What follows belongs to an exercise in optimizing a design on an open flow for small area, a short achievable clock period and few clock cycles; a production flow would make more cautious choices.
The RTL was checked by simulation tests, not by an equivalence proof against the original design.

==> run M <==
==> flow/design.v (excerpt) <==
module sha256_block (
    input  wire         clk,
    input  wire         rst_n,
    input  wire         in_valid,
    output wire         in_ready,
    input  wire         in_first,    
    input  wire [511:0] in_block,    
    output reg          out_valid,
    output wire [255:0] out_digest   
);
==> flow/config.mk <==
export PLATFORM = sky130hd
export DESIGN_NAME = sha256_block
export DESIGN_NICKNAME = sha256_block
export VERILOG_FILES = /design/flow/design.v
export SDC_FILE = /design/flow/constraint.sdc
export NUM_CORES = 4
export LEC_CHECK = 0
export ABC_AREA = 1
export ABC_CLOCK_PERIOD_IN_PS = 3500
export CAP_MARGIN = 20
export CORE_MARGIN = 2
export CORE_UTILIZATION = 40
export PLACE_DENSITY = 0.6
export SLEW_MARGIN = 20
==> flow/constraint.sdc <==
create_clock -name core_clock -period 11.0 [get_ports {clk}]
set_input_delay 2.2000 -clock core_clock [delete_from_list [all_inputs] [get_ports {clk}]]
set_output_delay 2.2000 -clock core_clock [all_outputs]
set_load 0.01 [all_outputs]
standard.sh (not shown) runs the stock make flow with config.mk's settings and CLKGATE_MAP_FILE= SYNTH_SCRIPT=/design/flow/synth_recipe.tcl, a recipe that flattens the netlist after the stock synthesis.
==> flow/flow/run.sh <==
#!/bin/bash
# The standard layout (the standard.sh: standard synthesis, floorplan,
# placement, CTS, routing), with two changes to how it is made:
#  * the port buffers are sky130_fd_sc_hd__buf_1 rather than the default
#    clkdlybuf4s50_1 (every port still gets its own buffer);
#  * repair_timing aims for 7 ns of setup slack at the fixed 11 ns clock, so
#    the critical paths are sized for a shorter achieved period.
# make's full output goes to flow_make.log here; each ORFS step keeps its own
# log under orfs/logs/.
set -euo pipefail
bash standard.sh SETUP_SLACK_MARGIN=7 \
    "BUFFER_PORTS_ARGS=-buffer_cell sky130_fd_sc_hd__buf_1" finish > flow_make.log 2>&1
==> run Y (differences from run M) <==
--- a/flow/design.v
+++ b/flow/design.v
@@ -55,12 +55,73 @@
     function [63:0] csa;
         input [31:0] x, y, z;
         begin
             csa = {x ^ y ^ z, ((x & y) | (x & z) | (y & z)) << 1};
         end
     endfunction
+    function [31:0] kadd;
+        input [31:0] x, y;
+        reg   [31:0] gg, pp, gn, pn;
+        integer j, k;
+        begin
+            gg = x & y;
+            pp = x | y;
+            for (k = 1; k < 32; k = k * 2) begin
+                gn = gg;
+                pn = pp;
+                for (j = k; j < 32; j = j + 1) begin
+                    gn[j] = gg[j] | (pp[j] & gg[j - k]);
+                    pn[j] = pp[j] & pp[j - k];
+                end
+                gg = gn;
+                pp = pn;
+            end
+            kadd = x ^ (y ^ {gg[30:0], 1'b0});
+        end
+    endfunction
+    function [31:0] badd;
+        input [31:0] x, y;
+        reg   [31:0] gg, pp;
+        integer j, k;
+        begin
+            gg = x & y;
+            pp = x | y;
+            for (k = 1; k < 32; k = k * 2)
+                for (j = 2 * k - 1; j < 32; j = j + 2 * k) begin
+                    gg[j] = gg[j] | (pp[j] & gg[j - k]);
+                    pp[j] = pp[j] & pp[j - k];
+                end
+            for (k = 8; k >= 1; k = k / 2)
+                for (j = 3 * k - 1; j < 32; j = j + 2 * k) begin
+                    gg[j] = gg[j] | (pp[j] & gg[j - k]);
+                    pp[j] = pp[j] & pp[j - k];
+                end
+            badd = x ^ (y ^ {gg[30:0], 1'b0});
+        end
+    endfunction
+    function [31:0] sadd;
+        input [31:0] x, y;
+        reg   [31:0] gg, pp, gn, pn;
+        integer j, k;
+        begin
+            gg = x & y;
+            pp = x | y;
+            for (k = 1; k < 32; k = k * 2) begin
+                gn = gg;
+                pn = pp;
+                for (j = 0; j < 32; j = j + 1)
+                    if (j % (2 * k) >= k) begin
+                        gn[j] = gg[j] | (pp[j] & gg[j - j % k - 1]);
+                        pn[j] = pp[j] & pp[j - j % k - 1];
+                    end
+                gg = gn;
+                pp = pn;
+            end
+            sadd = x ^ (y ^ {gg[30:0], 1'b0});
+        end
+    endfunction
     reg  [6:0]  t;           
     reg         idle;        
     reg         ready;       
     reg         add_en;      
     reg         ld_iv;       
     reg         first_q;     
@@ -68,14 +129,14 @@
     reg [31:0] a, b, c, d, e, f, g, hh;
     reg [31:0] w [0:15];           
     reg [31:0] ps, pc;             
     reg [31:0] qa [0:4];
     reg [31:0] qe [0:4];
     assign out_digest = {qa[4], qa[3], qa[2], qa[1], qe[4], qe[3], qe[2], qe[1]};
-    wire [31:0] sum_a = qa[0] + (add_en ? a : 32'd0);
-    wire [31:0] sum_e = qe[0] + (add_en ? e : 32'd0);
+    wire [31:0] sum_a = badd(qa[0], add_en ? a : 32'd0);
+    wire [31:0] sum_e = badd(qe[0], add_en ? e : 32'd0);
     reg  [31:0] iv_a, iv_e;
     always @* begin
         case (t[1:0])
             2'd1:    begin iv_a = IV_D; iv_e = IV_H; end
             2'd2:    begin iv_a = IV_C; iv_e = IV_G; end
             2'd3:    begin iv_a = IV_B; iv_e = IV_F; end
@@ -95,22 +156,22 @@
     wire [31:0] s0  = {a[1:0], a[31:2]} ^ {a[12:0], a[31:13]} ^ {a[21:0], a[31:22]};
     wire [31:0] maj = (a & b) | (a & c) | (b & c);
     wire [63:0] ca1 = csa(ps, pc, ch);
     wire [63:0] ca2 = csa(s1, s0, maj);
     wire [63:0] ca3 = csa(ca1[63:32], ca1[31:0], ca2[63:32]);
     wire [63:0] ca4 = csa(ca3[63:32], ca3[31:0], ca2[31:0]);
-    wire [31:0] a_new = ca4[63:32] + ca4[31:0];
+    wire [31:0] a_new = sadd(ca4[63:32], ca4[31:0]);
     wire [63:0] ce1 = csa(ps, pc, d);
     wire [63:0] ce2 = csa(ce1[63:32], ce1[31:0], ch);
     wire [63:0] ce3 = csa(ce2[63:32], ce2[31:0], s1);
-    wire [31:0] e_new = ce3[63:32] + ce3[31:0];
+    wire [31:0] e_new = sadd(ce3[63:32], ce3[31:0]);
     wire [31:0] ws0 = {w[1][6:0], w[1][31:7]} ^ {w[1][17:0], w[1][31:18]} ^ (w[1] >> 3);
     wire [31:0] ws1 = {w[14][16:0], w[14][31:17]} ^ {w[14][18:0], w[14][31:19]} ^ (w[14] >> 10);
     wire [63:0] cw1 = csa(ws1, w[9], ws0);
     wire [63:0] cw2 = csa(cw1[63:32], cw1[31:0], w[0]);
-    wire [31:0] w_new = cw2[63:32] + cw2[31:0];
+    wire [31:0] w_new = kadd(cw2[63:32], cw2[31:0]);
     wire [63:0] p_ld  = csa(st_h, K_0, in_block[511:480]);
     wire [63:0] p_run = csa(g, kconst(t[5:0] + 6'd1), w[1]);
     integer i;
     always @(posedge clk) begin
         if (!rst_n) begin
             t         <= 7'd64;
--- a/flow/config.mk
+++ b/flow/config.mk
@@ -6,9 +6,11 @@
 export NUM_CORES = 4
 export LEC_CHECK = 0
 export ABC_AREA = 1
 export ABC_CLOCK_PERIOD_IN_PS = 3500
 export CAP_MARGIN = 20
 export CORE_MARGIN = 2
-export CORE_UTILIZATION = 40
-export PLACE_DENSITY = 0.6
+export CORE_UTILIZATION = 50
+export CTS_CLUSTER_DIAMETER = 100
+export CTS_CLUSTER_SIZE = 25
+export PLACE_DENSITY = 0.65
 export SLEW_MARGIN = 20
==> run H (differences from run M) <==
--- a/flow/design.v
+++ b/flow/design.v
@@ -56,43 +56,34 @@
         input [31:0] x, y, z;
         begin
             csa = {x ^ y ^ z, ((x & y) | (x & z) | (y & z)) << 1};
         end
     endfunction
     reg  [6:0]  t;           
-    reg         idle;        
     reg         ready;       
+    reg         fin;         
+    reg         rot;         
     reg         add_en;      
     reg         ld_iv;       
-    reg         first_q;     
     assign in_ready = ready;
     reg [31:0] a, b, c, d, e, f, g, hh;
     reg [31:0] w [0:15];           
     reg [31:0] ps, pc;             
-    reg [31:0] qa [0:4];
-    reg [31:0] qe [0:4];
-    assign out_digest = {qa[4], qa[3], qa[2], qa[1], qe[4], qe[3], qe[2], qe[1]};
-    wire [31:0] sum_a = qa[0] + (add_en ? a : 32'd0);
-    wire [31:0] sum_e = qe[0] + (add_en ? e : 32'd0);
-    reg  [31:0] iv_a, iv_e;
-    always @* begin
-        case (t[1:0])
-            2'd1:    begin iv_a = IV_D; iv_e = IV_H; end
-            2'd2:    begin iv_a = IV_C; iv_e = IV_G; end
-            2'd3:    begin iv_a = IV_B; iv_e = IV_F; end
-            default: begin iv_a = IV_A; iv_e = IV_E; end
-        endcase
-    end
+    reg [31:0] qa0, qa1, qa2, qa3;  
+    reg [31:0] qe0, qe1, qe2, qe3;  
+    assign out_digest = {qa0, qa3, qa2, qa1, qe0, qe3, qe2, qe1};
+    wire [31:0] sum_a  = qa0 + (add_en ? a : 32'd0);
+    wire [31:0] sum_e  = qe0 + (add_en ? e : 32'd0);
     wire [31:0] st_a = in_first ? IV_A : sum_a;
-    wire [31:0] st_b = in_first ? IV_B : qa[4];
-    wire [31:0] st_c = in_first ? IV_C : qa[3];
-    wire [31:0] st_d = in_first ? IV_D : qa[2];
+    wire [31:0] st_b = in_first ? IV_B : qa3;
+    wire [31:0] st_c = in_first ? IV_C : qa2;
+    wire [31:0] st_d = in_first ? IV_D : qa1;
     wire [31:0] st_e = in_first ? IV_E : sum_e;
-    wire [31:0] st_f = in_first ? IV_F : qe[4];
-    wire [31:0] st_g = in_first ? IV_G : qe[3];
-    wire [31:0] st_h = in_first ? IV_H : qe[2];
+    wire [31:0] st_f = in_first ? IV_F : qe3;
+    wire [31:0] st_g = in_first ? IV_G : qe2;
+    wire [31:0] st_h = in_first ? IV_H : qe1;
     wire [31:0] s1  = {e[5:0], e[31:6]} ^ {e[10:0], e[31:11]} ^ {e[24:0], e[31:25]};
     wire [31:0] ch  = (e & f) ^ (~e & g);
     wire [31:0] s0  = {a[1:0], a[31:2]} ^ {a[12:0], a[31:13]} ^ {a[21:0], a[31:22]};
     wire [31:0] maj = (a & b) | (a & c) | (b & c);
     wire [63:0] ca1 = csa(ps, pc, ch);
     wire [63:0] ca2 = csa(s1, s0, maj);
@@ -110,34 +101,38 @@
     wire [31:0] w_new = cw2[63:32] + cw2[31:0];
     wire [63:0] p_ld  = csa(st_h, K_0, in_block[511:480]);
     wire [63:0] p_run = csa(g, kconst(t[5:0] + 6'd1), w[1]);
     integer i;
     always @(posedge clk) begin
         if (!rst_n) begin
-            t         <= 7'd64;
-            idle      <= 1'b1;
             ready     <= 1'b1;
+            fin       <= 1'b0;
+            rot       <= 1'b0;
             add_en    <= 1'b0;
             ld_iv     <= 1'b0;
             out_valid <= 1'b0;
         end else begin
-            out_valid <= ready && !idle;
+            out_valid <= fin;
             if (ready) begin
-                t       <= in_valid ? 7'd0 : 7'd60;
-                idle    <= !in_valid;
-                ready   <= 1'b0;
-                add_en  <= 1'b0;
-                ld_iv   <= 1'b0;
-                first_q <= in_first;
+                ready  <= !in_valid;
+                fin    <= 1'b0;
+                rot    <= 1'b0;
+                add_en <= 1'b0;
+                ld_iv  <= in_valid && in_first;
             end else begin
-                t       <= t + 7'd1;
-                ready   <= (t == 7'd63);
-                add_en  <= !idle && (t >= 7'd60);
-                ld_iv   <= !idle && first_q && (t <= 7'd3);
+                ready  <= (t == 7'd63);
+                fin    <= (t == 7'd63);
+                rot    <= (t >= 7'd59) && (t <= 7'd62);
+                add_en <= (t >= 7'd60);
+                ld_iv  <= 1'b0;
             end
         end
+    end
+    always @(posedge clk) begin
+        if (ready) t <= 7'd0;
+        else       t <= t + 7'd1;
     end
     always @(posedge clk) begin
         if (ready) begin
             {a, b, c, d, e, f, g, hh} <= {st_a, st_b, st_c, st_d, st_e, st_f, st_g, st_h};
             for (i = 0; i < 16; i = i + 1)
                 w[i] <= in_block[511 - 32*i -: 32];
@@ -155,14 +150,18 @@
                 w[i] <= w[i + 1];
             w[15] <= w_new;
             {ps, pc} <= p_run;
         end
     end
     always @(posedge clk) begin
-        for (i = 0; i < 4; i = i + 1) begin
-            qa[i] <= qa[i + 1];
-            qe[i] <= qe[i + 1];
+        if (ld_iv) begin
+            {qa0, qa1, qa2, qa3} <= {IV_A, IV_D, IV_C, IV_B};
+            {qe0, qe1, qe2, qe3} <= {IV_E, IV_H, IV_G, IV_F};
+        end else if (rot) begin
+            {qa0, qa1, qa2, qa3} <= {qa1, qa2, qa3, sum_a};
+            {qe0, qe1, qe2, qe3} <= {qe1, qe2, qe3, sum_e};
+        end else if (fin) begin
+            qa0 <= sum_a;
+            qe0 <= sum_e;
         end
-        qa[4] <= ld_iv ? iv_a : sum_a;
-        qe[4] <= ld_iv ? iv_e : sum_e;
     end
 endmodule
==> summary.txt <==
Run status: run M timing/DRC/antenna clean; run H timing/DRC/antenna clean; run Y timing/DRC/antenna clean
Maximum number of pins on one net before global-route repair: run M 177; run H 211; run Y 203
Met3 Usage GRT: run M 0.0757; run H 0.101; run Y 0.0691
Resize count post-CTS: run M 356; run H 400; run Y 157
CP most frequent cell: run M sky130_fd_sc_hd__nand2_1; run H sky130_fd_sc_hd__fa_1; run Y sky130_fd_sc_hd__fa_1
Number of buffers inserted to repair setup after CTS: run M 54; run H 47; run Y 12
Final worst setup slack: run M 6910 ps; run H 6810 ps; run Y 6910 ps
Simple logic cell fraction of the synthesized area: run M 0.240; run H 0.258; run Y 0.225
Placement-stage worst setup slack: run M 6040 ps; run H 5830 ps; run Y 6110 ps
Total area of sequential cells: run M 23000 um2; run H 21700 um2; run Y 22900 um2
Relative area of non-clock buffer cells in the final design: run M 0.0574; run H 0.0581; run Y 0.0578
Num sequential: run M 1132; run H 1068; run Y 1132
Time the final worst path needs with I/O delays and setup: run M 4090 ps; run H 4190 ps; run Y 4090 ps
Syn nets: run M 8770; run H 9519; run Y 7998
Met1 Routed Length: run M 112000 um; run H 132000 um; run Y 89900 um
Data arrival time of the critical path: run M 4770 ps; run H 4840 ps; run Y 4730 ps
Area growth syn-to-layout: run M 21.3%; run H 21.7%; run Y 12.3%
Inserted Clock Buffers: run M 119; run H 119; run Y 53
Testbench counts of run M, summed over its fixed seeds: cycles 208,016.
Testbench counts of run Y, summed over its fixed seeds: cycles 208,016.
Testbench counts of run H, summed over its fixed seeds: cycles 208,016.

[what the ideal ports hide]
No port has a modelled driver above. Below, the same layouts with a new extraction and two added sets of constraints. Step 1: set_driving_cell puts a clkbuf_16 on clk and a buf_2 on each other input, an assumption about the parent block. Step 2 moves the port delays by t, midway between the first and last clock arrival at a register: inputs arrive t later, outputs are due t later. That takes back most of the time a late clock gives input paths. a / b / c = no drivers / after step 1 / after step 2; a / b = the first two.
run | shift t [ns] | setup slack, ns | pins driven straight from the clock port
run M | 0.829 | 6.908 / 6.908 / 6.208 | 1
run Y | 0.791 | 6.909 / 6.909 / 6.502 | 1
run H | 0.830 | 6.814 / 6.814 / 6.256 | 1
After both steps every run listed still meets setup and hold. The setup slack of run M, which loses most, moves by 0.000 ns with the drivers and by -0.700 ns with both steps.
